This design comes from an exercise in tuning for small area on the open sky130 flow, not from production work. At most, simulation tests tie the RTL to the original design; equivalence was not proved. Power and IR drop assume default switching activity.

## job 6099
==> flow/design.v (excerpt) <==
module chk_unit (
    input  wire        clk,
    input  wire        rst,
    input  wire        f_valid,
    input  wire        f_sof,
    input  wire        f_eof,
    input  wire [2:0]  f_ctx,
    input  wire [7:0]  f_data,
    output reg         v_valid,
    output reg  [2:0]  v_ctx,
    output reg  [1:0]  v_res,
    output reg         v_cfg,
    input  wire        reg_we,
    input  wire        reg_re,
    input  wire [2:0]  reg_ctx,
    input  wire [3:0]  reg_addr,
    input  wire [31:0] reg_wdata,
    output wire [31:0] reg_rdata
);
Size: ~6000 cells after synthesis, roughly 2100 flip-flops, ~96 I/O pins, roughly 90000 sq um of cells after synthesis.
Settings: LEC_CHECK=0, CAP_MARGIN=10, CORE_MARGIN=2, CORE_UTILIZATION=65, PLACE_DENSITY=0.72, SLEW_MARGIN=10; clock period 12.0 ns.
standard.sh (not shown) runs the stock make flow with config.mk's settings and CLKGATE_MAP_FILE= SYNTH_SCRIPT=/design/flow/synth_recipe.tcl, a recipe that flattens the netlist after the stock synthesis.
==> flow/flow/run.sh <==
#!/bin/bash
# Own layout flow: the standard flow (standard synthesis, floorplan, power
# grid, placement, routing) with two changes:
#  - the clock tree is built from clkbuf_8 cells driving clusters of at most
#    18 flip-flops, without the dummy loads CTS adds to balance its levels;
#  - the input and output ports are buffered with buf_2 cells.
# Each tool's full output stays in the ORFS logs under orfs/logs; the make
# run's own output goes to standard.log in this folder.
set -euo pipefail
export CTS_ARGS="-sink_clustering_enable -repair_clock_nets -sink_clustering_size 18 -sink_clustering_max_diameter 50 -buf_list sky130_fd_sc_hd__clkbuf_8 -dont_use_dummy_load"
export BUFFER_PORTS_ARGS="-buffer_cell sky130_fd_sc_hd__buf_2"
bash standard.sh finish > standard.log 2>&1
## Diff of input files: job 6449 against job 6099
--- a/flow/design.v
+++ b/flow/design.v
@@ -109,15 +109,15 @@
     wire [NCTX*16-1:0] cnt_gap;
     wire [NCTX*32-1:0] cnt_lost;
     wire [NCTX*4-1:0]  cause;
     reg        a_lw;         
     reg [3:0]  a_addr;       
     reg [NCTX-1:0] oh;
     always @(posedge clk) begin
-        a_lw   <= reg_we && !rst && (reg_addr == A_CFG || reg_addr == A_COV || reg_addr == A_FLD);
+        a_lw   <= reg_we && (reg_addr == A_CFG || reg_addr == A_COV || reg_addr == A_FLD);
         a_addr <= reg_addr;
         oh     <= !(f_valid && !rst) ? 8'd1 << reg_ctx :
                   8'd1 << (f_sof ? f_ctx : s_ctx);
     end
     wire [NCTX-1:0] woh = 8'd1 << reg_ctx;       
     reg        m_en, m_mode, m_exp_src, m_alive_en, m_held;
     reg [1:0]  m_alive_w, m_poly, m_result;
--- outcome ---
No stage failed in job 6449, and the final checks on the layout all came back clean. Between job 6099 and job 6449, the flow reports instance area after placement increasing slightly. Compared with job 6099, job 6449 shows global-route wire length before repair higher by 3.5 mm. Relative contribution of sequential cells to total power, job 6099 and job 6449: smaller value in job 6449. For the synthesized cell area, job 6449 came in about 0.7% higher than job 6099 did. Compared job 6449 against job 6099; fmax within noise. Delta (job 6449 minus job 6099): placement-stage worst setup slack higher, portion of the post-synthesis area used by sequential elements lower, part of the cycle the worst path needs roughly the same, met2 track demand over resource roughly the same, switching share of power roughly the same.
No functional check of the RTL was part of job 6449.

--- another note on this design; it stands on its own ---

// chk_unit
module chk_unit (
    input  wire        clk,
    input  wire        rst,
    input  wire        f_valid,
    input  wire        f_sof,
    input  wire        f_eof,
    input  wire [2:0]  f_ctx,
    input  wire [7:0]  f_data,
    output reg         v_valid,
    output reg  [2:0]  v_ctx,
    output reg  [1:0]  v_res,
    output reg         v_cfg,
    input  wire        reg_we,
    input  wire        reg_re,
    input  wire [2:0]  reg_ctx,
    input  wire [3:0]  reg_addr,
    input  wire [31:0] reg_wdata,
    output wire [31:0] reg_rdata
);
clock: 12.0 ns
lec_check: 0
cap_margin: 20
core_margin: 2
core_utilization: 55
slew_margin: 20
standard.sh (not shown) runs the stock make flow with config.mk's settings and CLKGATE_MAP_FILE= SYNTH_SCRIPT=/design/flow/synth_recipe.tcl, a recipe that flattens the netlist after the stock synthesis.
==> flow/flow/run.sh <==
#!/bin/bash
# Own layout flow: the standard flow (standard synthesis, floorplan, power
# grid, placement, routing) with two changes:
#  - the clock tree is built from clkbuf_8 cells driving clusters of at most
#    18 flip-flops, without the dummy loads CTS adds to balance its levels;
#  - the input and output ports are buffered with buf_2 cells.
# Each tool's full output stays in the ORFS logs under orfs/logs; the make
# run's own output goes to standard.log in this folder.
set -euo pipefail
export CTS_ARGS="-sink_clustering_enable -repair_clock_nets -sink_clustering_size 18 -sink_clustering_max_diameter 50 -buf_list sky130_fd_sc_hd__clkbuf_8 -dont_use_dummy_load"
export BUFFER_PORTS_ARGS="-buffer_cell sky130_fd_sc_hd__buf_2"
bash standard.sh finish > standard.log 2>&1
The first run completed without violations.
Next try:
==> flow/flow/run.sh (replaced) <==
#!/bin/bash
# Own layout flow: the standard flow (standard synthesis, floorplan, power
# grid, placement, routing) with these changes:
#  - the clock tree is built from clkbuf_8 cells driving clusters of at most
#    18 flip-flops, without the dummy loads CTS adds to balance its levels;
#  - the input and output ports are buffered with buf_1 cells;
#  - after global routing, gates off the critical paths are downsized
#    (repair_timing -recover_power 100).
# Each tool's full output stays in the ORFS logs under orfs/logs; the make
# run's own output goes to standard.log in this folder.
set -euo pipefail
export CTS_ARGS="-sink_clustering_enable -repair_clock_nets -sink_clustering_size 18 -sink_clustering_max_diameter 50 -buf_list sky130_fd_sc_hd__clkbuf_8 -dont_use_dummy_load"
export BUFFER_PORTS_ARGS="-buffer_cell sky130_fd_sc_hd__buf_1"
export RECOVER_POWER=100
bash standard.sh finish > standard.log 2>&1
Settings changed: CAP_MARGIN 20 to 10, CORE_UTILIZATION 55 to 65, PLACE_DENSITY from default to 0.72, SLEW_MARGIN 20 to 10.
After rerunning:
- The changed run ran to the end with violations: max-capacitance violations, max-slew violations
- clock skew climbs by 0.0091 ns
- cell count is lower by 3.9%
- utilization rose by 9.8 points
- clock power came out lower by about 4%
- worst setup slack gets worse by 1.4 ns
- via count rose by 1.3%
- total power goes down by 1.2%
- synthesized cell count is unchanged
- design area fell by 1.4%
- non-clock buffer count came out lower by 5
Function was not checked in any run of this note: the RTL went through the layout flow alone.

[static timing again, ports no longer ideal]
Ports are ideal in the flow. The routed layouts listed here were re-timed in OpenROAD.
Step 1, drivers: a clkbuf_16 drives clk and a buf_2 each remaining input, both assumed.
Step 2 times the ports against the registers' clock, not the clock port: input delays grow and output delays shrink by t, the midpoint of the rising clock arrivals with the driver on.
Three values: ideal ports, drivers, drivers and shift; two values: the first two.
run	shift t [ns]	setup WS [ns]	worst hold slack (ns)	clock arrival spread, ns
job 6099	0.976	2.560 / 2.560 / 2.560	0.370 / 0.370 / 0.370	0.107 / 0.107
job 6449	0.987	2.565 / 2.565 / 2.565	0.387 / 0.387 / 0.387	0.111 / 0.110
the first run of note 2	1.039	2.826 / 2.826 / 2.826	0.410 / 0.410 / 0.410	0.108 / 0.108
the second run of note 2	0.982	1.417 / 1.417 / 1.417	0.438 / 0.438 / 0.438	0.113 / 0.113
